Context: an optimization exercise on an open-source flow, tuned for small area, a short achievable clock period and few clock cycles. The choices shown serve that exercise and are no tape-out recipe.
No run shown here included a check of the RTL's function; only the layout flow was run.
Power figures rest on the tool's default switching activity, not on a simulated workload.

==> flow/design.v (outline; a module is shown in full before it is edited, if it fits) <==
// module cle_xu: 318 lines
// module cle_xu_add: 42 lines
// module cle_xu_booth: 1666 lines
module cle_xu (
    input  wire        clk,
    input  wire        rst,           
    input  wire        in_valid,
    output reg         in_ready,
    input  wire [5:0]  in_op,
    input  wire [2:0]  in_sub,
    input  wire [4:0]  in_qs,         
    input  wire [31:0] in_a,
    input  wire [31:0] in_b,
    input  wire [31:0] in_c,
    output reg         out_valid,
    output reg  [31:0] out_result,
    output reg  [3:0]  out_flags,     
    output reg         out_pred
);
  // ...
==> flow/run.sh <==
#!/bin/bash
# synth_recipe.tcl (not shown) runs the flow's synth.tcl, then flattens the netlist and writes it again
# the make line also repeats each setting of config.mk as NAME=value (left out here)
make -C /OpenROAD-flow-scripts/flow DESIGN_CONFIG=/design/flow/config.mk WORK_HOME=/design/flow/orfs CLKGATE_MAP_FILE= SYNTH_SCRIPT=/design/flow/synth_recipe.tcl finish
==> flow/config.mk <==
export PLATFORM = sky130hd
export DESIGN_NAME = cle_xu
export DESIGN_NICKNAME = cle_xu
export VERILOG_FILES = /design/flow/design.v
export SDC_FILE = /design/flow/constraint.sdc
export NUM_CORES = 4
export LEC_CHECK = 0
export ABC_AREA = 1
export CAP_MARGIN = 30
export CORE_MARGIN = 2
export CORE_UTILIZATION = 30
export SLEW_MARGIN = 30
==> flow/constraint.sdc <==
create_clock -name core_clock -period 32.0 [get_ports {clk}]
set_input_delay 6.4000 -clock core_clock [delete_from_list [all_inputs] [get_ports {clk}]]
set_output_delay 6.4000 -clock core_clock [all_outputs]
set_load 0.01 [all_outputs]
==> summary.txt, run 1 <==
Yosys
  – Syn Area/Cell: 7.78 um2
  – Yosys top cell by area: fa_1
  – Simple-Gate Fraction of Synth Area: 18.8%

Clock network
  – CTS tree: done
  – Cts bufs inserted: 100
  – Post-cts sizing count: 0
  – Hold-fix buffers, CTS: 0

Cells and area
  – # fillers: 32,000
  – Bufs w/o clock: 358
  – Max FFs per register: 288
  – Top cell category: multi-input combinational cells
  – Inverters: 1,424
  – FF+latch area: 22,100 um2
  – # diodes: 6
  – Leading cell type in the layout, fill and taps excluded: nand2_1

Timing
  – Tmin final: 9.30 ns
  – TNS Setup: 0 ns
  – Worst-Margin Slew: 1.12 ns

Critical path
  – Buf/Inv on CP: 2

Pwr
  – Gate power share: 61.4%
  – Top pwr grp: combinational cells

Detailed routing
  – Antenna-violating nets left: 0
  – Top Layer Used: met5

Place
  – Setup Slack @ Placement: 23.22 ns
  – Buffers added on ports: 151
  – DP Area: 96,600 um2

Outcome
  – Status: no timing/DRC/antenna violations

Global routing
  – M1 GR Usage: 30.3%

Hold path
  – Worst Hold Depth: 0
==> inputs of run 2 (changes only) <==
--- a/flow/config.mk
+++ b/flow/config.mk
@@ -10,3 +10,3 @@
 export CORE_MARGIN = 2
-export CORE_UTILIZATION = 30
+export CORE_UTILIZATION = 50
 export SLEW_MARGIN = 30
==> run 2 against run 1 <==
Final cell count is 10% lower. Count of clock-buffer cells in the layout grew 2. Largest cell class unchanged. Fmax rose by 1.7%.
==> summary.txt, run 2 <==
Global routing
  – First-pass GRT wire length: 534,000 um (was 527,000 um)
  – M1 GR Usage: 50.7% (was 30.3%)
  – Initial antenna violation count: 10 (was 12)
  – Grt total ovfl: 0 (unchanged)
  – Largest net degree at the start of global routing: 97 (was 115)
  – GR peak layer: met2 (unchanged)
  – GR Util met2: 58.3% (was 32.4%)
  – Grt met3 use: 7.50% (was 6.98%)
  – Number of global-route vias before repair: 81,600 (was 78,800)
  – Total GRT Usage: 38.3% (was 22.6%)

Yosys
  – Area share of the largest cell type after synthesis: 13.8% (unchanged)
  – Most frequent cells after synthesis: nand2_1 (2,459), inv_1 (1,349), nor2_1 (783) (unchanged)
  – Ys flop type: dfxtp_1 (unchanged)
  – Netlist cell types: 82 (unchanged)
  – Yosys reg bits: 900 (unchanged)
  – Netlist Area Pre-Place: 91,400 um2 (unchanged)
  – Post-synth EDFFs: 402 (unchanged)
  – Synth area leaders: fa_1 (14%), edfxtp_1 (13%), dfxtp_1 (11%), ha_1 (10%), nand2_1 (10%) (unchanged)
  – Sequential area share after synthesis: 24.1% (unchanged)
  – Yosys top cell by area: fa_1 (unchanged)
  – Top-count cell post-synth: nand2_1 (unchanged)
  – Syn Area/Cell: 7.78 um2 (unchanged)
  – Synth warn: 7 (unchanged)
  – Net count after synthesis: 13,300 (unchanged)
  – Synth async-reset ratio: 0% (unchanged)
  – Mapped Cells: 11,700 (unchanged)

Cells and area
  – Finished Cell Area: 98,300 um2 (was 100,000 um2)
  – Share of cells above drive strength 1: 5.54% (was 5.60%)
  – # fillers: 17,400 (was 32,000)
  – Max FFs per register: 288 (unchanged)
  – Top reg by flops: acc (unchanged)
  – Fin util: 54.3% (was 33.0%)
  – Biggest regs: acc: 288 flops, opnd2: 74 flops, x3: 72 flops (unchanged)
  – Final nets: 13,000 (about the same)
  – Area grow syn2layout: 7.57% (was 9.56%)
  – Most frequent cells in the layout: nand2_1 (2,432), inv_1 (1,334), nor2_1 (779), ha_1 (764), o21ai_0 (753) (was nand2_1 (2,436), inv_1 (1,331), nor2_1 (779), ha_1 (764), o21ai_0 (754))
  – Leading cell type in the layout, fill and taps excluded: nand2_1 (unchanged)

Detailed routing
  – Routed wire per std cell: 26.0 um (was 23.0 um)
  – Antenna-violating nets left: 0 (unchanged)
  – Drt first pass iters: 7 (unchanged)
  – Vias per inst: 6.04 (was 5.33)
  – Drt total wl: 362,000 um (was 358,000 um)
  – DRC Markers: 0 (unchanged)
  – DR iter-0 viols: 8,862 (was 9,877)
  – Via Count: 84,200 (was 82,900)

Timing
  – Tmin final: 9.15 ns (was 9.30 ns)
  – Worst-Margin Slew: 1.12 ns (about the same)
  – Slew HR: 25.0% (was 25.5%)
  – Max Clk Rate: 109 MHz (was 107 MHz)
  – Final Hold Viols: 0 (unchanged)
  – Slew Viols, Final: 0 (unchanged)
  – TNS Setup: 0 ns (unchanged)
  – Clock skew: 0.0743 ns (was 0.0583 ns)
  – Final period util: 28.6% (was 29.1%)
  – Final Hold Slack: 0.314 ns (was 0.323 ns)
  – RSZ-0062 raised after global routing: no (unchanged)
  – Final Setup Violations: 0 (unchanged)

Pwr
  – Gate power share: 57.4% (was 61.4%)
  – Total design power: 0.00663 W (was 0.00721 W)
  – Max VDD drop: 0.000120 V (was 0.000147 V)
  – Pleak: 46.5 nW (about the same)
  – Reg power frac: 22.9% (was 21.3%)
  – Net Sw Frac: 46.6% (was 49.8%)
  – Clock share of power: 19.7% (was 17.4%)
  – Switching power: 0.00309 W (was 0.00359 W)
  – PD cells: 67.4 nW/um2 (was 72.0 nW/um2)
  – Internal power: 0.00354 W (was 0.00362 W)

Place
  – DP HPWL: 262,000 um (was 259,000 um)
  – GPL Wtd Cong: 1.01 (was 1.05)
  – Buffers added on ports: 151 (unchanged)
  – DP Area: 94,500 um2 (was 96,600 um2)

Job
  – Maxcap violations: 0 (unchanged)

Critical path
  – CP required: 32.62 ns (was 32.66 ns)
  – Slowest CP cell: dfxtp_1 (was clkinv_1)
  – CP Capture Type: flop (unchanged)
  – Most frequent CP cell: nand2_1 (was o21ai_0)
  – Reg-to-reg critical path startpoint: a0[31] (was op0[5])
  – R2R depth: 43 (was 37)
  – Critical setup path kind: flop to flop (unchanged)
  – Critical Path Source Type: flop (unchanged)
  – Crit path max fanout: 34 (was 30)
  – Reg2reg end: v1 (unchanged)
  – FF-to-FF setup slack: 22.85 ns (was 22.70 ns)
  – Max stage delay on crit path: 0.68 ns (was 0.81 ns)
  – Critical Path AT: 9.77 ns (was 9.96 ns)

Hold path
  – Worst hold-check path type: flop to flop (unchanged)
  – Worst Hold Depth: 0 (unchanged)
  – Hold path startpoint: satf1 (was k1[3])
  – Hold EP: satf2 (was k2[3])

Clock network
  – H-tree Lvls: 3 (unchanged)
  – CTS Sinks: 900 (unchanged)
  – Cts bufs inserted: 103 (was 100)
  – Root Driver: clkbuf_16 (unchanged)
  – Post-cts sizing count: 0 (unchanged)
  – CTS tree: done (unchanged)
  – Hold-fix buffers, CTS: 0 (unchanged)
  – Setup bufs post-CTS: 0 (unchanged)
  – Worst-Skew Late Latency: 0.80 ns (was 0.76 ns)
  – Clk pin slew, worst setup/hold paths: 0.07 ns (about the same)
  – Maximum clock path buffer count: 3 (unchanged)

Floorplanning
  – Row count: 156 (was 202)
  – Area of the die: 186,000 um2 (was 309,000 um2)
  – Die H: 432 um (was 556 um)
  – Ports: 152 (unchanged)
  – Chip width: 432 um (was 556 um)
  – Initial Utilization: 50.5% (was 30.2%)
  – Core Footprint: 181,000 um2 (was 303,000 um2)

Outcome
  – Status: no timing/DRC/antenna violations (unchanged)
==> run 2: cell counts after synthesis <==
No cell type changed its count.
==> run 2: layer usage <==
metal  vias to the layer above  share of wire, %
met5                         -             0.019
met2                      4481                43
met3                      1135               9.6
met4                        10               6.8
met1                     40400                41
li1                      38200                 -
==> run 2: kinds of logic (layout without fill, tap and decap cells) <==
kind of cell | after synthesis | count (layout) | synth area share [%]
and+or+nand+nor | 4144 | 4144 | 18.8
AOI/OAI and AO/OA | 2212 | 2212 | 14.2
muxes | 141 | 141 | 1.58
buffers and inverters | 2147 | 1971 | 9.22
xor gates and xnor gates | 805 | 805 | 7.71
adders and majority gates | 1395 | 1395 | 24.3
other | 0 | 3 | 0
DFF | 900 | 900 | 24.1
==> run 2: power by group through the flow <==
stage | clock (W) | combinational [W] | sequential, W
2_1_floorplan | 0 | 0.00259 | 0.00145
3_3_place_gp | 0 | 0.00367 | 0.00154
3_5_place_dp | 0 | 0.00372 | 0.00154
4_1_cts | 0.00132 | 0.00374 | 0.00151
5_1_grt | 0.00137 | 0.00429 | 0.00152
6_report | 0.00130 | 0.00381 | 0.00152
==> run 2: how the worst max path moves through the flow <==
| stage | from | end | slack, ns | cells after the start |
|---|---|---|---|---|
| floorplan | b0[31] | s1[60] | 24.89 | 45 |
| CTS | a0[31] | dv_r[14] | 22.86 | 38 |
| global route | a0[31] | v1 | 22.10 | 43 |
| finish | a0[31] | v1 | 22.85 | 43 |
| detailed placement | a0[31] | dv_r[14] | 22.84 | 38 |
| global placement | a0[31] | dv_r[30] | 22.85 | 38 |
==> run 2: layout make-up <==
type | count | area, um2 | area share, %
Clock inverter | 54 | 810 | 0.823
Clock buffer | 142 | 2940 | 2.99
Sequential cell | 900 | 22100 | 22.4
Inverter | 1424 | 5350 | 5.45
Timing Repair Buffer | 351 | 3070 | 3.12
Multi-Input combinational cell | 8697 | 61100 | 62.2
Tap cell | 2370 | 2970 | 3.02
Antenna cell | 3 | 7.51 | 0.00764
==> run 2: through the flow <==
step	setup slack [ns]	cells
6_report	22.85	13900
5_1_grt	22.10	13900
4_1_cts	22.86	13900
3_5_place_dp	22.84	13700
3_3_place_gp	22.85	13700
2_1_floorplan	24.89	11700
==> run 2: critical path, delay by kind of cell (launching register included) <==
| kind | cells | cell delay, ns |
|---|---|---|
| flops | 1 | 0.68 |
| compound gates | 17 | 3.57 |
| buf+inv | 6 | 1.77 |
| simple gates | 17 | 1.72 |
| fa+ha+maj | 3 | 1.22 |
==> inputs of run 3 (changes only) <==
==> flow/flow/run.sh (new file) <==
#!/bin/bash
set -uo pipefail
export SETUP_SLACK_MARGIN=24
bash standard.sh > standard_flow.log 2>&1
==> flow/standard.sh (new file) <==
#!/bin/bash
# synth_recipe.tcl (not shown) runs the flow's synth.tcl, then flattens the netlist and writes it again
# the make line also repeats each setting of config.mk as NAME=value (left out here)
make -C /OpenROAD-flow-scripts/flow DESIGN_CONFIG=/design/flow/config.mk WORK_HOME=/design/flow/orfs CLKGATE_MAP_FILE= SYNTH_SCRIPT=/design/flow/synth_recipe.tcl "${@:-finish}"
removed: flow/run.sh
==> run 3 against run 2 <==
Core utilization up 0.28 points. Flip-flop and latch count unchanged. Still clean. Power about the same.
==> summary.txt, run 3 <==
Outcome
  – Status: no timing/DRC/antenna violations (unchanged)

Critical path
  – Critical Path Source Type: flop (unchanged)
  – Critical setup path kind: flop to output port (was flop to flop)
  – Critical Path AT: 1.47 ns (was 9.77 ns)
  – Crit path max fanout: 1 (was 34)
  – Buf/Inv on CP: 1 (was 6)
  – Slowest CP cell: dfxtp_2 (was dfxtp_1)
  – Max stage delay on crit path: 0.41 ns (was 0.68 ns)
  – CP Capture Type: output port (was flop)
  – Crit path max-delay family: flip-flops (was compound AO/OA/AOI/OAI gates)
  – CP required: 25.60 ns (was 32.62 ns)
  – CP cell instances: dlygate4sd2_1

Pwr
  – Clock share of power: 19.7% (about the same)
  – Net Sw Frac: 46.6% (about the same)
  – Pleak: 46.6 nW (was 46.5 nW)
  – PD cells: 67.1 nW/um2 (was 67.4 nW/um2)
  – Max VDD drop: 0.000120 V (about the same)
  – Switching power: 0.00309 W (about the same)
  – Reg power frac: 22.9% (about the same)
  – Gate power share: 57.4% (about the same)
  – Internal power: 0.00354 W (about the same)

Cells and area
  – FF+latch area: 22,100 um2 (about the same)
  – Most frequent cells in the layout: nand2_1 (2,429), inv_1 (1,327), nor2_1 (773), ha_1 (763), o21ai_0 (691) (was nand2_1 (2,432), inv_1 (1,334), nor2_1 (779), ha_1 (764), o21ai_0 (753))
  – Post-route insts no fill: 14,000 (was 13,900)
  – Share of cells above drive strength 1: 6.28% (was 5.54%)
  – Leading cell type in the layout, fill and taps excluded: nand2_1 (unchanged)
  – Top reg by flops: acc (unchanged)
  – Finished Cell Area: 98,800 um2 (was 98,300 um2)
  – # fillers: 17,400 (about the same)
  – Multi-input gate area: 61,400 um2 (was 61,100 um2)
  – Area grow syn2layout: 8.13% (was 7.57%)
  – Biggest regs: acc: 288 flops, opnd2: 74 flops, x3: 72 flops (unchanged)
  – Max FFs per register: 288 (unchanged)
  – Final nets: 13,000 (about the same)

Yosys
  – Top-count cell post-synth: nand2_1 (unchanged)
  – Synth warn: 7 (unchanged)
  – Yosys reg bits: 900 (unchanged)
  – Yosys top cell by area: fa_1 (unchanged)
  – Mapped Cells: 11,700 (unchanged)
  – Most frequent cells after synthesis: nand2_1 (2,459), inv_1 (1,349), nor2_1 (783) (unchanged)
  – Netlist Area Pre-Place: 91,400 um2 (unchanged)
  – Sequential area share after synthesis: 24.1% (unchanged)
  – Post-synth EDFFs: 402 (unchanged)
  – Netlist cell types: 82 (unchanged)
  – Synth async-reset ratio: 0% (unchanged)
  – Ys flop type: dfxtp_1 (unchanged)
  – Syn Area/Cell: 7.78 um2 (unchanged)
  – Synth area leaders: fa_1 (14%), edfxtp_1 (13%), dfxtp_1 (11%), ha_1 (10%), nand2_1 (10%) (unchanged)
  – Net count after synthesis: 13,300 (unchanged)
  – Area share of the largest cell type after synthesis: 13.8% (unchanged)

Timing
  – Slew Viols, Final: 0 (unchanged)
  – Final Hold Viols: 0 (unchanged)
  – TNS Setup: 0 ns (unchanged)
  – Final period util: 24.6% (was 28.6%)
  – Clock skew: 0.0721 ns (was 0.0743 ns)
  – Slew HR: 24.5% (was 25.0%)
  – RSZ-0062 raised after global routing: no (unchanged)
  – Tmin final: 7.87 ns (was 9.15 ns)
  – Final Setup Violations: 0 (unchanged)
  – Max Clk Rate: 127 MHz (was 109 MHz)
  – Worst-Margin Slew: 1.12 ns (about the same)

Job
  – Maxcap violations: 0 (unchanged)

Detailed routing
  – Drt first pass iters: 8 (was 7)
  – Antenna-violating nets left: 0 (unchanged)
  – DR iter-0 viols: 8,845 (was 8,862)
  – Drt total wl: 363,000 um (was 362,000 um)
  – DRC Markers: 0 (unchanged)
  – Vias per inst: 6.04 (about the same)
  – Routed wire per std cell: 26.0 um (about the same)
  – Via Count: 84,300 (was 84,200)

Clock network
  – CTS Sinks: 900 (unchanged)
  – Clk pin slew, worst setup/hold paths: 0.06 ns (was 0.07 ns)
  – Maximum clock path buffer count: 3 (unchanged)
  – CTS tree: done (unchanged)
  – Root Driver: clkbuf_16 (unchanged)
  – Cts bufs inserted: 103 (unchanged)
  – Hold-fix buffers, CTS: 0 (unchanged)
  – Worst-Skew Late Latency: 0.80 ns (about the same)
  – H-tree Lvls: 3 (unchanged)

Global routing
  – Total GRT Usage: 38.3% (about the same)
  – Number of global-route vias before repair: 81,700 (was 81,600)
  – Grt total ovfl: 0 (unchanged)
  – Largest net degree at the start of global routing: 97 (unchanged)
  – Initial antenna violation count: 10 (unchanged)
  – First-pass GRT wire length: 534,000 um (about the same)

Floorplanning
  – Row count: 156 (unchanged)
  – Die H: 432 um (unchanged)
  – Chip width: 432 um (unchanged)
  – Area of the die: 186,000 um2 (unchanged)
  – Core Footprint: 181,000 um2 (unchanged)
  – Ports: 152 (unchanged)
  – Initial Utilization: 50.5% (unchanged)

Place
  – Buffers added on ports: 151 (unchanged)
  – DP Area: 94,500 um2 (unchanged)
  – Dpl cells: 13,700 (unchanged)
  – GPL Wtd Cong: 1.01 (unchanged)
  – DP HPWL: 262,000 um (unchanged)

Hold path
  – Worst hold-check path type: flop to flop (unchanged)
-- run 3: cell counts after synthesis --
Identical to the previous run, type by type.
-- run 3: power groups by stage --
| stage | sequential [W] | clock, W | combinational [W] |
|---|---|---|---|
| final | 0.00152 | 0.00130 | 0.00381 |
| after global routing | 0.00152 | 0.00137 | 0.00429 |
| after CTS | 0.00151 | 0.00132 | 0.00374 |
| after detailed placement | 0.00154 | 0 | 0.00372 |
| after global placement | 0.00154 | 0 | 0.00367 |
| after floorplan | 0.00145 | 0 | 0.00259 |
-- run 3: through the flow --
stage	setup WS (ns)	util, %	hold slack (ns)	power, W
floorplan	24.89	-	0.310	0.00404
finish	24.13	54.6	0.318	0.00663
global placement	22.85	52.1	0.311	0.00521
global route	23.99	54.6	0.324	0.00718
CTS	24.00	54.3	0.313	0.00658
detailed placement	22.84	52.2	0.312	0.00526
-- run 3: what timing repair did --
item                       in CTS  in global routing
setup endpoints to repair     377                355
gates resized for setup        76                133
gates cloned                    2                  1
pin swaps                       2                 15
buffers inserted                8                 10
-- run 3: kinds of logic after synthesis --
family,Yosys count,share of synthesized area [%]
buffers and inverters,2147,9.22
adder cells (fa/ha/maj),1395,24.3
flip-flops,900,24.1
AO/OA/AOI/OAI,2212,14.2
AND/OR/NAND/NOR,4144,18.8
XOR/XNOR,805,7.71
multiplexers,141,1.58
-- run 3: layout make-up --
class                           count  share of cell area, %
Inverter                         1424                   5.46
Timing Repair inverter              2                 0.0152
Sequential cell                   900                   22.3
Antenna cell                        3                0.00760
Clock buffer                      142                   2.98
Multi-Input combinational cell   8697                   62.1
Timing Repair Buffer              369                   3.28
Clock inverter                     54                  0.819
Tap cell                         2370                   3.00
-- run 3: worst paths after layout --
| path | startpoint | end | slack (ns) | cells past startpoint |
|---|---|---|---|---|
| min | satf1 | satf2 | 0.32 | 0 |
| max | out_valid | out_valid | 24.13 | 1 |
| min reg2reg | satf1 | satf2 | 0.32 | 0 |
| max reg2reg | op0[2] | dv_r[14] | 24.47 | 44 |
-- run 3: metal layers --
layer  wire [um]  track usage [%]  share of wire [%]
met1      147000             50.8                 40
met2      156000             58.3                 43
met3       35000             7.48                9.6
met4       24900             22.0                6.9
met5          56           0.0260              0.015
==> inputs of run 4 (changes only) <==
==> flow/flow/run.sh (replaced) <==
#!/bin/bash
set -uo pipefail
export SETUP_SLACK_MARGIN=25
bash standard.sh > standard_flow.log 2>&1
==> run 4 against run 3 <==
Still clean. Clock power fell by 3%. Fmax grew 2.6%. Non-clock buffer count is 86 higher. Largest cell class unchanged. Largest power group unchanged.
==> summary.txt, run 4 <==
Cells and area
  – # fillers: 17,200 (was 17,400)
  – Post-route insts no fill: 14,000 (about the same)
  – Multi-input gate area: 62,500 um2 (was 61,400 um2)
  – FF+latch area: 22,100 um2 (about the same)
  – Max FFs per register: 288 (unchanged)
  – Finished Cell Area: 101,000 um2 (was 98,800 um2)
  – Fin util: 55.7% (was 54.6%)
  – Share of cells above drive strength 1: 9.32% (was 6.28%)
  – Area grow syn2layout: 10.4% (was 8.13%)
  – Most frequent cells in the layout: nand2_1 (2,361), inv_1 (1,315), nor2_1 (766), ha_1 (755), xor2_1 (660) (was nand2_1 (2,429), inv_1 (1,327), nor2_1 (773), ha_1 (763), o21ai_0 (691))
  – Top reg by flops: acc (unchanged)
  – Biggest regs: acc: 288 flops, opnd2: 74 flops, x3: 72 flops (unchanged)
  – Leading cell type in the layout, fill and taps excluded: nand2_1 (unchanged)
  – Final nets: 13,100 (was 13,000)

Place
  – Buffers added on ports: 151 (unchanged)
  – Dpl cells: 13,700 (about the same)
  – DP HPWL: 263,000 um (was 262,000 um)
  – DP Area: 94,500 um2 (about the same)
  – GPL Wtd Cong: 1.02 (was 1.01)

Yosys
  – Post-synth EDFFs: 402 (unchanged)
  – Mapped Cells: 11,700 (unchanged)
  – Top-count cell post-synth: nand2_1 (unchanged)
  – Simple-Gate Fraction of Synth Area: 18.8% (unchanged)
  – Netlist cell types: 82 (unchanged)
  – Largest family of logic cells by synthesized area: adder cells (unchanged)
  – Synth Area in Compound Gates: 14.2% (unchanged)
  – Post-synthesis mux area share: 1.58% (unchanged)
  – Synth Area in Adders: 24.3% (unchanged)
  – Most frequent cells after synthesis: nand2_1 (2,459), inv_1 (1,349), nor2_1 (783) (unchanged)
  – Synth area leaders: fa_1 (14%), edfxtp_1 (13%), dfxtp_1 (11%), ha_1 (10%), nand2_1 (10%) (unchanged)
  – Synth warn: 7 (unchanged)
  – Netlist Area Pre-Place: 91,400 um2 (unchanged)
  – Yosys reg bits: 900 (unchanged)
  – Syn Area/Cell: 7.78 um2 (unchanged)
  – Synth async-reset ratio: 0% (unchanged)
  – Ys flop type: dfxtp_1 (unchanged)
  – Area share of the largest cell type after synthesis: 13.8% (unchanged)
  – Net count after synthesis: 13,300 (unchanged)
  – Xor/xnor share of the synthesized area: 7.71% (unchanged)
  – Sequential area share after synthesis: 24.1% (unchanged)
  – Yosys top cell by area: fa_1 (unchanged)

Floorplanning
  – Die H: 432 um (unchanged)
  – Area of the die: 186,000 um2 (unchanged)
  – Initial Utilization: 50.5% (unchanged)
  – Chip width: 432 um (unchanged)
  – Ports: 152 (unchanged)
  – Core Footprint: 181,000 um2 (unchanged)
  – Row count: 156 (unchanged)

Pwr
  – Net Sw Frac: 47.3% (was 46.6%)
  – Clock share of power: 18.8% (was 19.7%)
  – Pleak: 47.7 nW (was 46.6 nW)
  – Reg power frac: 22.9% (about the same)
  – Gate power share: 58.3% (was 57.4%)
  – Total design power: 0.00669 W (was 0.00663 W)
  – Switching power: 0.00316 W (was 0.00309 W)
  – PD cells: 66.3 nW/um2 (was 67.1 nW/um2)
  – Max VDD drop: 0.000140 V (was 0.000120 V)
  – Internal power: 0.00353 W (was 0.00354 W)

Clock network
  – H-tree Lvls: 3 (unchanged)
  – Cts bufs inserted: 103 (unchanged)
  – CTS tree: done (unchanged)
  – Clk pin slew, worst setup/hold paths: 0.06 ns (about the same)
  – CTS Sinks: 900 (unchanged)
  – Root Driver: clkbuf_16 (unchanged)
  – Worst-Skew Late Latency: 0.81 ns (was 0.80 ns)
  – Maximum clock path buffer count: 3 (unchanged)
  – Hold-fix buffers, CTS: 0 (unchanged)

Critical path
  – Max stage delay on crit path: 0.40 ns (was 0.41 ns)
  – Buf/Inv on CP: 1 (unchanged)
  – Critical Path Source Type: flop (unchanged)
  – CP required: 25.60 ns (about the same)
  – Critical setup path kind: flop to output port (unchanged)
  – Critical Path AT: 1.27 ns (was 1.47 ns)
  – CP Capture Type: output port (unchanged)
  – FF-to-FF setup slack: 25.00 ns (was 24.47 ns)
  – Crit path max-delay family: flip-flops (unchanged)
  – Slowest CP cell: dfxtp_4 (was dfxtp_2)
  – Crit path max fanout: 2 (was 1)
  – CP cell instances: buf_6 (was dlygate4sd2_1)

Global routing
  – Number of global-route vias before repair: 82,900 (was 81,700)
  – Total GRT Usage: 39.0% (was 38.3%)
  – Initial antenna violation count: 8 (was 10)
  – Grt total ovfl: 0 (unchanged)
  – First-pass GRT wire length: 544,000 um (was 534,000 um)
  – Largest net degree at the start of global routing: 105 (was 97)

Detailed routing
  – Drt first pass iters: 8 (unchanged)
  – M1 wire length: 147,000 um (about the same)
  – Drt total wl: 372,000 um (was 363,000 um)
  – Vias per inst: 6.09 (was 6.04)
  – DR iter-0 viols: 9,203 (was 8,845)
  – Routed met3 length: 39,100 um (was 35,000 um)
  – Routed wire per std cell: 26.5 um (was 26.0 um)
  – Top Layer Used: met5 (unchanged)
  – Antenna-violating nets left: 0 (unchanged)
  – Met2 wire len: 160,000 um (was 156,000 um)
  – Via Count: 85,500 (was 84,300)
  – DRC Markers: 0 (unchanged)

Timing
  – TNS Setup: 0 ns (unchanged)
  – Final Hold Viols: 0 (unchanged)
  – Worst-Margin Slew: 1.05 ns (was 1.12 ns)
  – Slew HR: 29.6% (was 24.5%)
  – Slew Viols, Final: 0 (unchanged)
  – Final Setup Violations: 0 (unchanged)
  – Max Clk Rate: 130 MHz (was 127 MHz)
  – Final period util: 24.0% (was 24.6%)
  – Clock skew: 0.0791 ns (was 0.0721 ns)
  – RSZ-0062 raised after global routing: yes (was no)
  – Tmin final: 7.67 ns (was 7.87 ns)

Job
  – Maxcap violations: 0 (unchanged)

Outcome
  – Status: no timing/DRC/antenna violations (unchanged)

Hold path
  – Worst hold-check path type: flop to flop (unchanged)
run 4: cell counts after synthesis:
Identical to the previous run, type by type.
run 4: repair_timing:
item,in CTS,in global routing
pin swaps,44,90
gates resized for setup,444,315
setup endpoints to repair,470,510
cloned,4,10
setup buffers,42,48
run 4: routing by layer:
metal | vias to the layer above | global-route usage, %
met2 | 4815 | 59.5
li1 | 38400 | -
met5 | - | 0
met1 | 40900 | 50.9
met3 | 1369 | 8.76
met4 | 6 | 22.4
run 4: worst register-to-register path: cells and delay by family, from the launching register on:
kind	cells	cell delay, ns
simple gates	11	1.40
buf+inv	11	1.41
fa+ha+maj	3	0.97
xor+xnor	1	0.15
compound gates	14	2.43
flops	1	0.38
run 4: final timing paths:
check                              start        to  cells after the start
worst max-delay path            in_ready  in_ready                      1
worst min-delay path               k2[0]     k3[0]                      0
worst max register to register    op0[1]  dv_r[15]                     40
worst min register to register     k2[0]     k3[0]                      0
run 4: logic make-up after synthesis:
| kind of cell | count (synthesis) |
|---|---|
| compound gates | 2212 |
| xor+xnor | 805 |
| fa+ha+maj | 1395 |
| buf+inv | 2147 |
| flops | 900 |
| mux | 141 |
| simple gates | 4144 |
run 4: power by group through the flow:
| stage | Sequential (W) | Clock [W] | Combinational [W] |
|---|---|---|---|
| 3_5_place_dp | 0.00155 | 0 | 0.00376 |
| 4_1_cts | 0.00152 | 0.00128 | 0.00380 |
| 2_1_floorplan | 0.00145 | 0 | 0.00259 |
| 3_3_place_gp | 0.00155 | 0 | 0.00371 |
| 6_report | 0.00153 | 0.00126 | 0.00390 |
| 5_1_grt | 0.00154 | 0.00132 | 0.00438 |
run 4: final cells by class:
cell class	instances	share of cell area (%)
timing repair inverter	2	0.0149
inverter	1424	5.35
clock buffer	128	2.81
timing repair buffer	455	4.23
antenna	3	0.00744
clock inverter	68	0.780
tap	2370	2.94
sequential	900	21.9
multi-input combinational	8698	62.0
run 4: metrics by stage:
step	hold WS, ns	setup slack (ns)
6_report	0.292	24.33
5_1_grt	0.313	24.30
4_1_cts	0.291	24.28
3_5_place_dp	0.312	23.17
3_3_place_gp	0.311	23.38
2_1_floorplan	0.310	25.04
==> module cle_xu, before the edit <==
module cle_xu (
    input  wire        clk,
    input  wire        rst,           
    input  wire        in_valid,
    output reg         in_ready,
    input  wire [5:0]  in_op,
    input  wire [2:0]  in_sub,
    input  wire [4:0]  in_qs,         
    input  wire [31:0] in_a,
    input  wire [31:0] in_b,
    input  wire [31:0] in_c,
    output reg         out_valid,
    output reg  [31:0] out_result,
    output reg  [3:0]  out_flags,     
    output reg         out_pred
);
    localparam OP_ADD   = 6'h01, OP_SUB  = 6'h02, OP_MUL   = 6'h03, OP_MAC  = 6'h04,
               OP_MSU   = 6'h05, OP_ACCR = 6'h06, OP_ACCW  = 6'h07, OP_MIN  = 6'h08,
               OP_MAX   = 6'h09, OP_ABS  = 6'h0A, OP_NEG   = 6'h0B, OP_SHV  = 6'h0C,
               OP_AND   = 6'h0D, OP_OR   = 6'h0E, OP_XOR   = 6'h0F, OP_CMP  = 6'h10,
               OP_CLAMP = 6'h12, OP_RATE = 6'h13, OP_DIV   = 6'h14, OP_MOV  = 6'h17;
    localparam [3:0] DIV_ITERS = 4'd8;    
    reg        v0;
    reg [5:0]  op0;
    reg [2:0]  sub0;
    reg [4:0]  qs0;
    reg [31:0] a0, b0, c0;
    wire accept = in_valid & in_ready;
    reg  rst_q;               
    always @(posedge clk) begin
        rst_q <= rst;
        op0  <= in_op;
        sub0 <= in_sub;
        qs0  <= in_qs;
        a0   <= in_a;
        b0   <= in_b;
        c0   <= in_c;
        v0   <= accept & ~rst;
    end
    wire o_add  = op0 == OP_ADD,  o_sub  = op0 == OP_SUB,  o_mul  = op0 == OP_MUL;
    wire o_mac  = op0 == OP_MAC,  o_msu  = op0 == OP_MSU,  o_accr = op0 == OP_ACCR;
    wire o_accw = op0 == OP_ACCW, o_abs  = op0 == OP_ABS,  o_neg  = op0 == OP_NEG;
    wire o_shv  = op0 == OP_SHV,  o_cmp  = op0 == OP_CMP,  o_clmp = op0 == OP_CLAMP;
    wire o_rate = op0 == OP_RATE, o_div  = op0 == OP_DIV,  o_mov  = op0 == OP_MOV;
    wire mulop = o_mul | o_mac | o_msu;
    wire [63:0] pp_s, pp_c;
    cle_xu_booth u_mul (.a(a0), .b(b0), .s(pp_s), .c(pp_c));
    wire        negA  = o_neg | ((o_abs | o_div) & a0[31]);
    wire [32:0] ax    = {a0[31], a0};
    wire [32:0] bx    = {b0[31], b0};
    wire [32:0] add_x = negA ? 33'd0 : ax;
    wire [32:0] add_y = o_add ? bx : o_sub ? ~bx : negA ? ~ax : 33'd0;
    wire [32:0] add_s;
    cle_xu_add #(33) u_adds (.a(add_x), .b(add_y), .cin(o_sub | negA), .s(add_s), .cout());
    wire [33:0] cx    = {{2{c0[31]}}, c0};
    wire [33:0] rl    = b0[31] ? 34'd0 : {2'b00, b0};
    wire [33:0] c_pl, c_mi;
    cle_xu_add #(34) u_cpl (.a(cx), .b(rl),  .cin(1'b0), .s(c_pl), .cout());
    cle_xu_add #(34) u_cmi (.a(cx), .b(~rl), .cin(1'b1), .s(c_mi), .cout());
    wire [33:0] hi    = o_rate ? c_pl : cx;
    wire [33:0] lo    = o_rate ? c_mi : {{2{b0[31]}}, b0};
    wire [34:0] a35   = {{3{a0[31]}}, a0};
    wire [34:0] d_hi, d_lo;     
    cle_xu_add #(35) u_dhi (.a({hi[33], hi}), .b(~a35), .cin(1'b1), .s(d_hi), .cout());
    cle_xu_add #(35) u_dlo (.a(a35), .b(~{lo[33], lo}), .cin(1'b1), .s(d_lo), .cout());
    wire        gt_hi = d_hi[34];
    wire        lt_lo = d_lo[34];
    wire        eq_ab = a0 == b0;
    wire        ult   = lt_lo ^ (a0[31] ^ b0[31]);
    wire [31:0] clamp_v = gt_hi ? hi[31:0] : lt_lo ? lo[31:0] : a0;
    reg cmp_res;
    always @(*) begin
        case (sub0)
            3'd0: cmp_res = eq_ab;
            3'd1: cmp_res = ~eq_ab;
            3'd2: cmp_res = lt_lo;
            3'd3: cmp_res = lt_lo | eq_ab;
            3'd4: cmp_res = ~(lt_lo | eq_ab);
            3'd5: cmp_res = ~lt_lo;
            3'd6: cmp_res = ult;
            default: cmp_res = ~ult;
        endcase
    end
    wire [31:0] b_mag;
    wire [33:0] b_mag3;
    cle_xu_add #(32) u_bmag (.a(b0 ^ {32{b0[31]}}), .b(32'd0), .cin(b0[31]), .s(b_mag), .cout());
    cle_xu_add #(34) u_bm3 (.a({2'b00, b_mag}), .b({1'b0, b_mag, 1'b0}), .cin(1'b0), .s(b_mag3), .cout());
    wire        dz     = b0 == 32'd0;
    wire        dneg   = a0[31] ^ b0[31];
    wire [62:0] dw     = {31'd0, add_s[31:0]} << {~qs0[4], qs0[3:0]};    
    wire [46:0] dv_r0  = dw[62:16];
    wire        dv_gel;
    cle_xu_add #(32) u_dge (.a(dv_r0[31:0]), .b(~b_mag), .cin(1'b1), .s(), .cout(dv_gel));
    wire        dv_ge  = (|dv_r0[46:32]) | dv_gel;
    wire        dv_eq  = dv_r0 == {15'd0, b_mag};
    wire        dv_quick = dz | (dv_ge & ~(dneg & dv_eq));
    wire [32:0] dv_qy  = dz ? ((a0 == 32'd0) ? 33'd0 : a0[31] ? {1'b1, 32'h80000000} : {1'b0, 32'h7FFFFFFF})
                            : (dneg ? {1'b1, 32'h7FFFFFFF} : {1'b0, 32'h80000000});
    reg [32:0] x_small;
    always @(*) begin
        case (op0)
            OP_ADD, OP_SUB, OP_ABS, OP_NEG, OP_SHV, OP_MOV, OP_ACCW: x_small = add_s;
            OP_MIN:   x_small = lt_lo ? ax : bx;
            OP_MAX:   x_small = lt_lo ? bx : ax;
            OP_AND:   x_small = ax & bx;
            OP_OR:    x_small = ax | bx;
            OP_XOR:   x_small = ax ^ bx;
            OP_CLAMP, OP_RATE: x_small = {clamp_v[31], clamp_v};
            OP_DIV:   x_small = dv_qy;
            default:  x_small = 33'd0;
        endcase
    end
    wire [5:0] shv_k = (~b0[31] & (|b0[30:5])) ? 6'd0 :               
                       ( b0[31] & ~(&b0[30:5])) ? 6'd62 :             
                       (b0[31] & (b0[4:0] == 5'd0)) ? 6'd62 :         
                       6'd31 - {b0[5], b0[4:0]};
    wire       qs_op = o_add | o_sub | o_mul | o_accr | o_abs | o_neg | o_mov;
    wire [5:0] k_a   = o_shv ? shv_k : qs_op ? 6'd31 - {qs0[4], qs0} : 6'd31;
    reg [31:0] dv_d;          
    reg [33:0] dv_d3;         
    reg [30:0] dv_r;          
    reg [31:0] dv_q;          
    reg        dv_neg, dv_top, dv_busy;
    reg [3:0]  dv_cnt;
    wire dv_load = v0 & o_div & ~dv_quick;
    wire dv_done = dv_busy & (dv_cnt == 4'd0);
    function [32:0] dstep;    
        input [30:0] r;
        input [1:0]  bin;
        input [33:0] t1, t2, t3;
        input        g1, g2, g3;
        begin
            if (g3)      dstep = {t3[30:0], 2'd3};
            else if (g2) dstep = {t2[30:0], 2'd2};
            else if (g1) dstep = {t1[30:0], 2'd1};
            else         dstep = {r[28:0], bin, 2'd0};
        end
    endfunction
    wire [33:0] ta = {1'b0, dv_r, dv_q[31:30]};
    wire [33:0] ta1, ta2, ta3, tb1, tb2, tb3;
    wire        ga1, ga2, ga3, gb1, gb2, gb3;
    cle_xu_add #(34) u_da1 (.a(ta), .b(~{2'b00, dv_d}),       .cin(1'b1), .s(ta1), .cout(ga1));
    cle_xu_add #(34) u_da2 (.a(ta), .b(~{1'b0, dv_d, 1'b0}),  .cin(1'b1), .s(ta2), .cout(ga2));
    cle_xu_add #(34) u_da3 (.a(ta), .b(~dv_d3),               .cin(1'b1), .s(ta3), .cout(ga3));
    wire [32:0] st1 = dstep(dv_r, dv_q[31:30], ta1, ta2, ta3, ga1, ga2, ga3);
    wire [33:0] tb = {1'b0, st1[32:2], dv_q[29:28]};
    cle_xu_add #(34) u_db1 (.a(tb), .b(~{2'b00, dv_d}),       .cin(1'b1), .s(tb1), .cout(gb1));
    cle_xu_add #(34) u_db2 (.a(tb), .b(~{1'b0, dv_d, 1'b0}),  .cin(1'b1), .s(tb2), .cout(gb2));
    cle_xu_add #(34) u_db3 (.a(tb), .b(~dv_d3),               .cin(1'b1), .s(tb3), .cout(gb3));
    wire [32:0] st2 = dstep(st1[32:2], dv_q[29:28], tb1, tb2, tb3, gb1, gb2, gb3);
    wire        dv_inc = dv_q[0] & ~(dv_neg & (dv_r == 31'd0));
    wire [32:0] dv_y   = dv_neg ? ~{1'b0, dv_top, dv_q[31:1]} : {1'b0, dv_top, dv_q[31:1]};
    wire        dv_c   = dv_neg ^ dv_inc;
    always @(posedge clk) begin
        if (rst)
            dv_busy <= 1'b0;
        else if (dv_load)
            dv_busy <= 1'b1;
        else if (dv_done)
            dv_busy <= 1'b0;
        if (v0 & o_div) begin
            dv_d   <= b_mag;
            dv_d3  <= b_mag3;
            dv_cnt <= DIV_ITERS;
            dv_r   <= dv_eq ? 31'd0 : dv_r0[30:0];
            dv_q   <= {dw[15:0], 16'd0};
            dv_neg <= dneg;
            dv_top <= dv_eq;
        end else if (dv_busy & (dv_cnt != 4'd0)) begin
            dv_cnt <= dv_cnt - 4'd1;
            dv_r   <= st2[32:2];
            dv_q   <= {dv_q[27:0], st1[1:0], st2[1:0]};
        end
    end
    reg        v1;
    reg [63:0] s1, c1;
    reg [4:0]  qs1;
    reg [5:0]  k1;
    reg        shen1, issub1, useacc1, wracc1, clr1, accr1, sat_en1;
    reg [1:0]  idx1;
    reg        satf1, pred1, div0f1;
    always @(posedge clk) begin
        v1      <= ((v0 & ~dv_load) | dv_done) & ~rst;
        s1      <= dv_done ? {dv_y, dv_c, 30'd0} :
                   mulop   ? pp_s : {x_small, 31'd0};
        c1      <= (mulop & ~dv_done) ? pp_c : 64'd0;
        qs1     <= qs0;
        k1      <= dv_done ? 6'd31 : k_a;
        shen1   <= ~dv_done & (o_mac | o_msu | o_accw);
        issub1  <= ~dv_done & o_msu;
        useacc1 <= ~dv_done & (o_mac | o_msu | o_accr);
        wracc1  <= ~dv_done & (o_mac | o_msu | o_accw);
        clr1    <= ~dv_done & o_accr & sub0[2];
        accr1   <= ~dv_done & o_accr;
        sat_en1 <= dv_done | ~(o_mac | o_msu | o_accw);
        idx1    <= sub0[1:0];
        satf1   <= ~dv_done & (o_clmp | o_rate) & sub0[0] & (gt_hi | lt_lo);
        pred1   <= ~dv_done & o_cmp & cmp_res;
        div0f1  <= ~dv_done & o_div & dz;
    end
    wire [63:0] p1;
    cle_xu_add #(64) u_cpa (.a(s1), .b(c1), .cin(1'b0), .s(p1), .cout());
    wire [4:0]  sh5    = shen1 ? {~qs1[4], qs1[3:0]} : 5'd16;
    wire [94:0] w      = {{31{p1[63]}}, p1} << sh5;
    wire        ok74   = (w[94:89] == {6{w[88]}});
    wire [73:0] addend = ok74 ? w[89:16] : (w[94] ? {1'b1, 73'd0} : {1'b0, {73{1'b1}}});
    wire        rc     = ok74 & w[15];
    reg        v2;
    reg [73:0] opnd2;
    reg        cin2;
    reg [5:0]  k2;
    reg        useacc2, wracc2, clr2, accr2, sat_en2;
    reg [1:0]  idx2;
    reg        satf2, pred2, div0f2;
    always @(posedge clk) begin
        v2      <= v1 & ~rst;
        opnd2   <= issub1 ? ~addend : addend;
        cin2    <= issub1 ^ rc;
        k2      <= k1;
        useacc2 <= useacc1;
        wracc2  <= wracc1;
        clr2    <= clr1;
        accr2   <= accr1;
        sat_en2 <= sat_en1;
        idx2    <= idx1;
        satf2   <= satf1;
        pred2   <= pred1;
        div0f2  <= div0f1;
    end
    reg [71:0] acc [0:3];
    wire [74:0] acc_in = useacc2 ? {{3{acc[idx2][71]}}, acc[idx2]} : 75'd0;
    wire [74:0] sum;
    cle_xu_add #(75) u_acc (.a(acc_in), .b({opnd2[73], opnd2}), .cin(cin2), .s(sum), .cout());
    wire        clip72 = ~(sum[74:71] == 4'b0000 || sum[74:71] == 4'b1111);
    wire [71:0] sat72  = clip72 ? (sum[74] ? {1'b1, 71'd0} : {1'b0, {71{1'b1}}}) : sum[71:0];
    reg        v3;
    reg [71:0] x3;
    reg [5:0]  k3;
    reg        sat_en3, accr3, satf3, pred3, div0f3, accclip3;
    integer i;
    always @(posedge clk) begin
        if (rst_q) begin
            for (i = 0; i < 4; i = i + 1)
                acc[i] <= 72'd0;
        end else if (v2 & (wracc2 | clr2)) begin
            acc[idx2] <= clr2 ? 72'd0 : sat72;
        end
        v3       <= v2 & ~rst;
        x3       <= sat72;
        k3       <= k2;
        sat_en3  <= sat_en2;
        accr3    <= accr2;
        satf3    <= satf2;
        pred3    <= pred2;
        div0f3   <= div0f2;
        accclip3 <= wracc2 & clip72;
    end
    wire [72:0] z  = {x3, 1'b0};
    wire        sg = x3[71];
    wire [63:0] l5;
    wire [47:0] l4;
    wire [39:0] l3;
    wire [35:0] l2;
    wire [33:0] l1;
    wire [32:0] l0;
    genvar g;
    generate
        for (g = 0; g < 64; g = g + 1) begin : g5
            if (g + 32 <= 72) assign l5[g] = k3[5] ? z[g + 32] : z[g];
            else              assign l5[g] = k3[5] ? sg : z[g];
        end
        for (g = 0; g < 48; g = g + 1) begin : g4
            assign l4[g] = k3[4] ? l5[g + 16] : l5[g];
        end
        for (g = 0; g < 40; g = g + 1) begin : g3
            assign l3[g] = k3[3] ? l4[g + 8] : l4[g];
        end
        for (g = 0; g < 36; g = g + 1) begin : g2
            assign l2[g] = k3[2] ? l3[g + 4] : l3[g];
        end
        for (g = 0; g < 34; g = g + 1) begin : g1
            assign l1[g] = k3[1] ? l2[g + 2] : l2[g];
        end
        for (g = 0; g < 33; g = g + 1) begin : g0
            assign l0[g] = k3[0] ? l1[g + 1] : l1[g];
        end
    endgenerate
    wire [39:0] dif = x3[70:31] ^ {40{sg}};
    wire [39:0] sfx;
    generate
        for (g = 0; g < 40; g = g + 1) begin : gs
            if (g == 39) assign sfx[g] = dif[g];
            else         assign sfx[g] = dif[g] | sfx[g + 1];
        end
    endgenerate
    wire        ovf  = (k3 <= 6'd39) ? sfx[k3] : 1'b0;
    wire        ovf1 = (k3 <= 6'd38) ? sfx[k3 + 6'd1] : 1'b0;
    wire [31:0] yv   = l0[32:1];
    wire        rbit = l0[0];
    wire        rmax = rbit & (yv == 32'h7FFFFFFF);
    wire        clip = sg ? (ovf & ~(rmax & ~ovf1)) : (ovf | rmax);
    wire [31:0] yr;
    cle_xu_add #(32) u_rnd (.a(yv), .b(32'd0), .cin(rbit), .s(yr), .cout());
    wire [31:0] res  = clip ? (sg ? 32'h80000000 : 32'h7FFFFFFF) : yr;
    always @(posedge clk) begin
        out_valid  <= v3 & ~rst;
        out_result <= res;
        out_flags  <= {accclip3 | (accr3 & clip), div0f3, accclip3, satf3 | (sat_en3 & clip)};
        out_pred   <= pred3;
    end
    always @(posedge clk) begin
        if (rst)
            in_ready <= 1'b1;
        else
            in_ready <= ~((accept & (in_op == OP_DIV)) | dv_load |
                          (dv_busy & (dv_cnt >= 4'd2)));
    end
endmodule
==> inputs of run 5 (changes only) <==
--- a/flow/design.v
+++ b/flow/design.v
@@ -22,2 +22,3 @@
     localparam [3:0] DIV_ITERS = 4'd8;    
+    genvar g;
     reg        v0;
@@ -50,4 +51,6 @@
     wire [32:0] bx    = {b0[31], b0};
-    wire [32:0] add_x = negA ? 33'd0 : ax;
-    wire [32:0] add_y = o_add ? bx : o_sub ? ~bx : negA ? ~ax : 33'd0;
+    wire [32:0] cx33  = {c0[31], c0};
+    wire [32:0] rl33  = b0[31] ? 33'd0 : {1'b0, b0};           
+    wire [32:0] add_x = negA ? 33'd0 : o_rate ? cx33 : ax;
+    wire [32:0] add_y = o_add ? bx : o_sub ? ~bx : negA ? ~ax : o_rate ? rl33 : 33'd0;
     wire [32:0] add_s;
@@ -56,4 +59,4 @@
     wire [33:0] rl    = b0[31] ? 34'd0 : {2'b00, b0};
-    wire [33:0] c_pl, c_mi;
-    cle_xu_add #(34) u_cpl (.a(cx), .b(rl),  .cin(1'b0), .s(c_pl), .cout());
+    wire [33:0] c_pl = {add_s[32], add_s};                   
+    wire [33:0] c_mi;
     cle_xu_add #(34) u_cmi (.a(cx), .b(~rl), .cin(1'b1), .s(c_mi), .cout());
@@ -203,5 +206,40 @@
     wire [4:0]  sh5    = shen1 ? {~qs1[4], qs1[3:0]} : 5'd16;
-    wire [94:0] w      = {{31{p1[63]}}, p1} << sh5;
-    wire        ok74   = (w[94:89] == {6{w[88]}});
-    wire [73:0] addend = ok74 ? w[89:16] : (w[94] ? {1'b1, 73'd0} : {1'b0, {73{1'b1}}});
+    wire        psg    = p1[63];
+    wire [64:0] ws0;
+    wire [66:0] ws1;
+    wire [70:0] ws2;
+    wire [78:0] ws3;
+    wire [89:15] w;
+    generate
+        for (g = 0; g <= 64; g = g + 1) begin : gw0
+            if (g == 0)       assign ws0[g] = ~sh5[0] & p1[0];
+            else if (g == 64) assign ws0[g] = psg;
+            else              assign ws0[g] = sh5[0] ? p1[g - 1] : p1[g];
+        end
+        for (g = 0; g <= 66; g = g + 1) begin : gw1
+            if (g < 2)        assign ws1[g] = ~sh5[1] & ws0[g];
+            else if (g > 64)  assign ws1[g] = sh5[1] ? ws0[g - 2] : psg;
+            else              assign ws1[g] = sh5[1] ? ws0[g - 2] : ws0[g];
+        end
+        for (g = 0; g <= 70; g = g + 1) begin : gw2
+            if (g < 4)        assign ws2[g] = ~sh5[2] & ws1[g];
+            else if (g > 66)  assign ws2[g] = sh5[2] ? ws1[g - 4] : psg;
+            else              assign ws2[g] = sh5[2] ? ws1[g - 4] : ws1[g];
+        end
+        for (g = 0; g <= 78; g = g + 1) begin : gw3
+            if (g < 8)        assign ws3[g] = ~sh5[3] & ws2[g];
+            else if (g > 70)  assign ws3[g] = sh5[3] ? ws2[g - 8] : psg;
+            else              assign ws3[g] = sh5[3] ? ws2[g - 8] : ws2[g];
+        end
+        for (g = 15; g <= 89; g = g + 1) begin : gw4
+            if (g < 16)       assign w[g] = ~sh5[4] & ws3[g];
+            else if (g > 78)  assign w[g] = sh5[4] ? ws3[g - 16] : psg;
+            else              assign w[g] = sh5[4] ? ws3[g - 16] : ws3[g];
+        end
+    endgenerate
+    wire [4:0]  ptop   = p1[62:58] ^ {5{psg}};
+    wire        ok74   = ~((sh5 >= 5'd27 & ptop[4]) | (sh5 >= 5'd28 & ptop[3]) |
+                           (sh5 >= 5'd29 & ptop[2]) | (sh5 >= 5'd30 & ptop[1]) |
+                           (sh5 == 5'd31 & ptop[0]));
+    wire [73:0] addend = ok74 ? w[89:16] : (psg ? {1'b1, 73'd0} : {1'b0, {73{1'b1}}});
     wire        rc     = ok74 & w[15];
@@ -248,3 +286,3 @@
         v3       <= v2 & ~rst;
-        x3       <= sat72;
+        x3       <= sum[71:0];    
         k3       <= k2;
@@ -265,3 +303,2 @@
     wire [32:0] l0;
-    genvar g;
     generate
==> flow/flow/run.sh (replaced) <==
#!/bin/bash
set -uo pipefail
export SETUP_SLACK_MARGIN=25.5
bash standard.sh > standard_flow.log 2>&1
--- a/flow/config.mk
+++ b/flow/config.mk
@@ -11,2 +11,4 @@
 export CORE_UTILIZATION = 50
+export CTS_CLUSTER_DIAMETER = 60
+export CTS_CLUSTER_SIZE = 30
 export SLEW_MARGIN = 30
==> run 5 against run 4 <==
Fmax shrank 1.2%. Count of clock-buffer cells in the layout shrank 21. Combinational power grew 7.9%. Power grew 3.8%. Critical path depth is the same. Non-clock buffer count grew 102. Area after synthesis shrank 2.3%. First-iteration DRC count grew 19%. Clock power is essentially flat. Largest power group unchanged. Highest routed layer unchanged.
==> summary.txt, run 5 <==
Cells and area
  – Biggest regs: acc: 288 flops, opnd2: 74 flops, x3: 72 flops (unchanged)
  – FF+latch area: 22,100 um2 (about the same)
  – Top reg by flops: acc (unchanged)
  – Final nets: 12,900 (was 13,100)
  – Leading cell type in the layout, fill and taps excluded: nand2_1 (unchanged)
  – Multi-input gate area: 61,200 um2 (was 62,500 um2)
  – Max FFs per register: 288 (unchanged)
  – Most frequent cells in the layout: nand2_1 (1,901), inv_1 (1,396), nor2_1 (967), o21ai_0 (900), ha_1 (711) (was nand2_1 (2,361), inv_1 (1,315), nor2_1 (766), ha_1 (755), xor2_1 (660))
  – Share of cells above drive strength 1: 10.7% (was 9.32%)
  – Finished Cell Area: 101,000 um2 (about the same)
  – Area grow syn2layout: 13.6% (was 10.4%)
  – # fillers: 16,600 (was 17,200)

Detailed routing
  – DR iter-0 viols: 10,900 (was 9,203)
  – DRC Markers: 0 (unchanged)
  – Antenna-violating nets left: 0 (unchanged)
  – Vias per inst: 6.23 (was 6.09)
  – Routed wire per std cell: 28.6 um (was 26.5 um)
  – Via Count: 86,800 (was 85,500)
  – Drt total wl: 398,000 um (was 372,000 um)
  – Drt first pass iters: 9 (was 8)

Yosys
  – Netlist cell types: 74 (was 82)
  – Post-synth EDFFs: 402 (unchanged)
  – Most frequent cells after synthesis: nand2_1 (2,000), inv_1 (1,438), o21ai_0 (1,062) (was nand2_1 (2,459), inv_1 (1,349), nor2_1 (783))
  – Synth area leaders: fa_1 (14%), edfxtp_1 (14%), dfxtp_1 (11%), ha_1 (10%), nand2_1 (8.4%) (was fa_1 (14%), edfxtp_1 (13%), dfxtp_1 (11%), ha_1 (10%), nand2_1 (10%))
  – Synth warn: 7 (unchanged)
  – Synth async-reset ratio: 0% (unchanged)
  – Top-count cell post-synth: nand2_1 (unchanged)
  – Netlist Area Pre-Place: 89,300 um2 (was 91,400 um2)
  – Net count after synthesis: 13,000 (was 13,300)
  – Mapped Cells: 11,500 (was 11,700)
  – Syn Area/Cell: 7.76 um2 (was 7.78 um2)
  – Area share of the largest cell type after synthesis: 13.8% (about the same)
  – Yosys top cell by area: fa_1 (unchanged)
  – Yosys reg bits: 900 (unchanged)
  – Sequential area share after synthesis: 24.7% (was 24.1%)
  – Ys flop type: dfxtp_1 (unchanged)

Timing
  – Clock skew: 0.0863 ns (was 0.0791 ns)
  – Slew HR: 19.4% (was 29.6%)
  – Worst-Margin Slew: 1.18 ns (was 1.05 ns)
  – Final Hold Viols: 0 (unchanged)
  – Final period util: 24.3% (was 24.0%)
  – Tmin final: 7.77 ns (was 7.67 ns)
  – Max Clk Rate: 129 MHz (was 130 MHz)
  – TNS Setup: 0 ns (unchanged)
  – Final Setup Violations: 0 (unchanged)
  – Slew Viols, Final: 0 (unchanged)
  – RSZ-0062 raised after global routing: yes (unchanged)

Floorplanning
  – Ports: 152 (unchanged)
  – Row count: 155 (was 156)
  – Chip width: 427 um (was 432 um)
  – Area of the die: 182,000 um2 (was 186,000 um2)
  – Core Footprint: 178,000 um2 (was 181,000 um2)
  – Initial Utilization: 50.2% (was 50.5%)
  – Die H: 427 um (was 432 um)

Global routing
  – Initial antenna violation count: 28 (was 8)
  – Largest net degree at the start of global routing: 80 (was 105)
  – First-pass GRT wire length: 571,000 um (was 544,000 um)
  – Number of global-route vias before repair: 83,900 (was 82,900)
  – Total GRT Usage: 42.8% (was 39.0%)
  – Grt total ovfl: 0 (unchanged)

Pwr
  – Max VDD drop: 0.000149 V (was 0.000140 V)
  – Gate power share: 60.7% (was 58.3%)
  – Switching power: 0.00344 W (was 0.00316 W)
  – Internal power: 0.00351 W (was 0.00353 W)
  – Pleak: 46.1 nW (was 47.7 nW)
  – Clock share of power: 18.2% (was 18.8%)
  – Net Sw Frac: 49.5% (was 47.3%)
  – Reg power frac: 21.1% (was 22.9%)
  – PD cells: 68.5 nW/um2 (was 66.3 nW/um2)

Place
  – DP Area: 93,000 um2 (was 94,500 um2)
  – GPL Wtd Cong: 1.07 (was 1.02)
  – Buffers added on ports: 151 (unchanged)
  – DP HPWL: 280,000 um (was 263,000 um)

Clock network
  – Root Driver: clkbuf_16 (unchanged)
  – Worst-Skew Late Latency: 0.83 ns (was 0.81 ns)
  – H-tree Lvls: 3 (unchanged)
  – Cts bufs inserted: 95 (was 103)
  – CTS Sinks: 900 (unchanged)
  – Maximum clock path buffer count: 3 (unchanged)
  – CTS tree: done (unchanged)
  – Hold-fix buffers, CTS: 0 (unchanged)
  – Clk pin slew, worst setup/hold paths: 0.07 ns (was 0.06 ns)

Critical path
  – Slowest CP cell: dfxtp_4 (unchanged)
  – Critical setup path kind: flop to output port (unchanged)
  – Max stage delay on crit path: 0.45 ns (was 0.40 ns)
  – CP Capture Type: output port (unchanged)
  – CP required: 25.60 ns (about the same)
  – Critical Path Source Type: flop (unchanged)
  – Crit path max fanout: 2 (unchanged)
  – CP cell instances: buf_6 (unchanged)
  – Critical Path AT: 1.37 ns (was 1.27 ns)
  – Buf/Inv on CP: 1 (unchanged)
  – Crit path max-delay family: flip-flops (unchanged)

Hold path
  – Worst hold-check path type: flop to flop (unchanged)

Outcome
  – Status: no timing/DRC/antenna violations (unchanged)

Job
  – Maxcap violations: 0 (unchanged)
## run 5: worst paths after layout
kind                            startpoint       end  slack (ns)  cells after the start
worst max register to register      op0[1]  dv_r[26]       24.77                     31
worst max-delay path              in_ready  in_ready       24.23                      1
worst min-delay path                 k2[0]     k3[0]        0.33                      0
worst min register to register       k2[0]     k3[0]        0.33                      0
## run 5: per-layer routing
metal	vias up	track usage [%]	wire length, um	part of all wire [%]
met3	1488	12.6	46500	12
met2	5422	64.0	169000	42
met4	38	29.4	33400	8.4
met5	-	0	259	0.065
met1	41900	53.2	149000	37
li1	38000	-	-	-
## run 5: what timing repair did
item / in CTS / in global routing
pin swaps: 110 / 109
setup buffers: 110 / 61
gates resized for setup: 676 / 309
cloned: 23 / 6
endpoints found under the setup margin: 438 / 450
## run 5: metrics by stage
| step | util [%] | total power [W] | setup slack [ns] | hold WS (ns) | cells |
|---|---|---|---|---|---|
| CTS | 55.9 | 0.00670 | 24.20 | 0.326 | 13800 |
| detailed placement | 52.2 | 0.00533 | 22.70 | 0.312 | 13500 |
| finish | 57.0 | 0.00694 | 24.23 | 0.325 | 13900 |
| global placement | 52.2 | 0.00532 | 22.63 | 0.310 | 13500 |
| floorplan | - | 0.00380 | 25.06 | 0.310 | 11500 |
| global route | 57.0 | 0.00739 | 24.23 | 0.333 | 13900 |
## run 5: final cells by class
cell class              count  area share, %
well taps                2355           2.90
repair inverters            3         0.0358
diodes                     10         0.0247
clock inverters            72           1.06
clock buffers             107           2.50
flip-flops and latches    900           21.8
inverters                1498           5.67
multi-input cells        8428           60.3
repair buffers            557           5.66
## run 5: cells by family after synthesis
logic type / count (synthesis) / share of synthesized area [%]
mux: 76 / 0.856
compound gates: 2543 / 16.3
xor+xnor: 843 / 8.27
simple gates: 3613 / 16.4
fa+ha+maj: 1348 / 24.1
flops: 900 / 24.7
buf+inv: 2191 / 9.37
## run 5: power by group through the flow
| stage | Sequential [W] | Clock (W) | Combinational (W) |
|---|---|---|---|
| 2_1_floorplan | 0.00141 | 0 | 0.00239 |
| 3_3_place_gp | 0.00148 | 0 | 0.00384 |
| 3_5_place_dp | 0.00148 | 0 | 0.00386 |
| 4_1_cts | 0.00146 | 0.00128 | 0.00397 |
| 5_1_grt | 0.00147 | 0.00132 | 0.00461 |
| 6_report | 0.00146 | 0.00127 | 0.00421 |
==> inputs of run 6 (changes only) <==
--- a/flow/design.v
+++ b/flow/design.v
@@ -128,3 +128,3 @@
     wire dv_load = v0 & o_div & ~dv_quick;
-    wire dv_done = dv_busy & (dv_cnt == 4'd0);
+    wire dv_done = dv_busy & (dv_cnt == 4'd1);    
     function [32:0] dstep;    
@@ -153,5 +153,5 @@
     wire [32:0] st2 = dstep(st1[32:2], dv_q[29:28], tb1, tb2, tb3, gb1, gb2, gb3);
-    wire        dv_inc = dv_q[0] & ~(dv_neg & (dv_r == 31'd0));
-    wire [32:0] dv_y   = dv_neg ? ~{1'b0, dv_top, dv_q[31:1]} : {1'b0, dv_top, dv_q[31:1]};
-    wire        dv_c   = dv_neg ^ dv_inc;
+    wire [30:0] dv_ql  = {dv_q[27:0], st1[1:0], st2[1]};
+    wire [32:0] dv_y   = dv_neg ? ~{1'b0, dv_top, dv_ql} : {1'b0, dv_top, dv_ql};
+    wire        dv_c   = dv_neg ^ (dv_q[0] & ~(dv_neg & (dv_r == 31'd0)));
     always @(posedge clk) begin
@@ -171,3 +171,3 @@
             dv_top <= dv_eq;
-        end else if (dv_busy & (dv_cnt != 4'd0)) begin
+        end else if (dv_busy) begin
             dv_cnt <= dv_cnt - 4'd1;
@@ -184,5 +184,7 @@
     reg        satf1, pred1, div0f1;
+    reg        dvc1;          
     always @(posedge clk) begin
         v1      <= ((v0 & ~dv_load) | dv_done) & ~rst;
-        s1      <= dv_done ? {dv_y, dv_c, 30'd0} :
+        dvc1    <= dv_done;
+        s1      <= dv_done ? {dv_y, 31'd0} :
                    mulop   ? pp_s : {x_small, 31'd0};
@@ -204,3 +206,4 @@
     wire [63:0] p1;
-    cle_xu_add #(64) u_cpa (.a(s1), .b(c1), .cin(1'b0), .s(p1), .cout());
+    cle_xu_add #(64) u_cpa (.a(s1), .b({c1[63:31], c1[30] | (dvc1 & dv_c), c1[29:0]}),
+                            .cin(1'b0), .s(p1), .cout());
     wire [4:0]  sh5    = shen1 ? {~qs1[4], qs1[3:0]} : 5'd16;
@@ -352,3 +355,3 @@
             in_ready <= ~((accept & (in_op == OP_DIV)) | dv_load |
-                          (dv_busy & (dv_cnt >= 4'd2)));
+                          (dv_busy & (dv_cnt >= 4'd3)));
     end
==> flow/flow/run.sh (replaced) <==
#!/bin/bash
set -uo pipefail
export SETUP_SLACK_MARGIN=25
bash standard.sh > standard_flow.log 2>&1
--- a/flow/config.mk
+++ b/flow/config.mk
@@ -11,4 +11,2 @@
 export CORE_UTILIZATION = 50
-export CTS_CLUSTER_DIAMETER = 60
-export CTS_CLUSTER_SIZE = 30
 export SLEW_MARGIN = 30
==> run 6 against run 5 <==
Synthesized cell count decreased by 0.46%. Critical path depth stayed put. Clock skew rose by 0.0098 ns. Final cell count shrank 0.81%. Hold slack got worse by 0.044 ns. Clock power is essentially flat. Fmax grew 0.59%. Count of clock-buffer cells in the layout grew 35. Critical path type unchanged. Largest cell class unchanged.
==> summary.txt, run 6 <==
Outcome
  – Status: no timing/DRC/antenna violations (unchanged)

Yosys
  – Netlist cell types: 76 (was 74)
  – Ys flop type: dfxtp_1 (unchanged)
  – Syn Area/Cell: 7.78 um2 (was 7.76 um2)
  – Largest family of logic cells by synthesized area: adder cells (unchanged)
  – Xor/xnor share of the synthesized area: 7.96% (was 8.27%)
  – Most frequent cells after synthesis: nand2_1 (2,236), inv_1 (1,412), o21ai_0 (912) (was nand2_1 (2,000), inv_1 (1,438), o21ai_0 (1,062))
  – Synth Area in Adders: 24.1% (about the same)
  – Net count after synthesis: 12,900 (was 13,000)
  – Post-synth EDFFs: 402 (unchanged)
  – Synth area leaders: fa_1 (14%), edfxtp_1 (14%), dfxtp_1 (11%), ha_1 (10%), nand2_1 (9.4%) (was fa_1 (14%), edfxtp_1 (14%), dfxtp_1 (11%), ha_1 (10%), nand2_1 (8.4%))
  – Sequential area share after synthesis: 24.8% (was 24.7%)

Global routing
  – Largest net degree at the start of global routing: 86 (was 80)
  – Initial antenna violation count: 19 (was 28)

Clock network
  – CTS Sinks: 901 (was 900)
  – Clk pin slew, worst setup/hold paths: 0.07 ns (about the same)
  – Worst-Skew Late Latency: 0.82 ns (was 0.83 ns)
  – Hold-fix buffers, CTS: 0 (unchanged)
  – H-tree Lvls: 3 (unchanged)
  – Root Driver: clkbuf_16 (unchanged)

Timing
  – Tmin final: 7.72 ns (was 7.77 ns)
  – Final Setup Violations: 0 (unchanged)
  – RSZ-0062 raised after global routing: yes (unchanged)
  – Slew Viols, Final: 0 (unchanged)
  – Final period util: 24.1% (was 24.3%)

Cells and area
  – Most frequent cells in the layout: nand2_1 (2,131), inv_1 (1,371), o21ai_0 (817), nor2_1 (789), ha_1 (721) (was nand2_1 (1,901), inv_1 (1,396), nor2_1 (967), o21ai_0 (900), ha_1 (711))
  – Max FFs per register: 288 (unchanged)
  – Area grow syn2layout: 11.8% (was 13.6%)
  – Top reg by flops: acc (unchanged)
  – Share of cells above drive strength 1: 9.43% (was 10.7%)
  – Post-route insts no fill: 13,800 (was 13,900)
  – Biggest regs: acc: 288 flops, opnd2: 74 flops, x3: 72 flops (unchanged)

Detailed routing
  – Via Count: 84,900 (was 86,800)
  – DRC Markers: 0 (unchanged)
  – Antenna-violating nets left: 0 (unchanged)
  – DR iter-0 viols: 9,814 (was 10,900)
  – Vias per inst: 6.14 (was 6.23)

Job
  – Maxcap violations: 0 (unchanged)

Critical path
  – Slowest CP cell: dfxtp_4 (unchanged)
  – Critical setup path kind: flop to output port (unchanged)
  – CP required: 25.60 ns (about the same)
  – Crit path max-delay family: flip-flops (unchanged)
  – CP Capture Type: output port (unchanged)
  – Crit path max fanout: 1 (was 2)

Floorplanning
  – Core Footprint: 177,000 um2 (was 178,000 um2)
  – Ports: 152 (unchanged)
  – Row count: 154 (was 155)

Place
  – Setup Slack @ Placement: 22.46 ns (was 22.70 ns)

Pwr
  – PD cells: 68.1 nW/um2 (was 68.5 nW/um2)
## run 6: repair_timing
action	CTS	global route
buffers inserted	62	86
resized for setup	429	347
pin swaps	37	111
setup endpoints to repair	469	336
gates cloned	6	11
## run 6: worst paths after layout
kind,from,endpoint,slack [ns],cells past startpoint
max,out_flags[0],out_flags[0],24.28,1
min,k1[0],k2[0],0.28,0
max reg2reg,b0[14],s1[33],25.03,16
min reg2reg,k1[0],k2[0],0.28,0
## run 6: kinds of logic after synthesis
family / count (synthesis)
buffers and inverters: 2170
adders and majority gates: 1349
xor gates and xnor gates: 810
muxes: 69
AOI/OAI and AO/OA: 2475
and+or+nand+nor: 3687
DFF: 901
## run 6: layout make-up
class                   instances  area, um2  area share (%)
well taps                    2340       2930            2.94
repair buffers                497       4630            4.64
flip-flops and latches        901      22100            22.2
diodes                          9       22.5          0.0226
multi-input cells            8394      60500            60.7
clock buffers                 142       3070            3.08
inverters                    1479       5710            5.73
repair inverters                3       26.3          0.0264
clock inverters                52        646           0.648
## run 6: metal layers
| layer | wire length [um] | GRT usage [%] | vias up |
|---|---|---|---|
| li1 | - | - | 37700 |
| met1 | 146000 | 52.4 | 40600 |
| met2 | 159000 | 60.2 | 5147 |
| met3 | 44500 | 11.2 | 1413 |
| met4 | 26100 | 22.6 | 14 |
| met5 | 106 | 0 | - |
## run 6: report_power, final
part | leakage (nW) | internal, W | total (W) | switching [W]
sequential | 8.15 | 0.00133 | 0.00145 | 0.000113
clock | 1.80 | 0.000729 | 0.00127 | 0.000545
combinational | 36.0 | 0.00147 | 0.00407 | 0.00259
total | 46.0 | 0.00354 | 0.00679 | 0.00325
## run 6: worst reg2reg max path, cell delays in order (launching register included)
cell     delay (ns)
dfxtp_1        0.89
inv_1          0.46
ha_1           0.45
inv_2          0.73
o22ai_1        0.22
xor2_1         0.22
fa_1           0.56
inv_1          0.06
fa_1           0.50
inv_1          0.06
fa_1           0.59
fa_1           0.47
fa_1           0.56
inv_1          0.06
fa_1           0.84
nand2_1        0.15
nand3_1        0.12
## run 6: through the flow
stage	hold WS, ns	instance area [um2]	utilization [%]
after global placement	0.311	92400	52.3
final	0.282	99600	56.4
after floorplan	0.310	89100	-
after detailed placement	0.312	92400	52.3
after CTS	0.276	97400	55.1
after global routing	0.289	99600	56.4

Re-timed with assumed drivers on the ports (clkbuf_16 on the clock, buf_2 on other inputs), run 6 has 24.183 ns of setup slack against 24.280 ns with ideal ports, and 24.425 ns once port delays also move by the mid clock arrival of 0.873 ns.
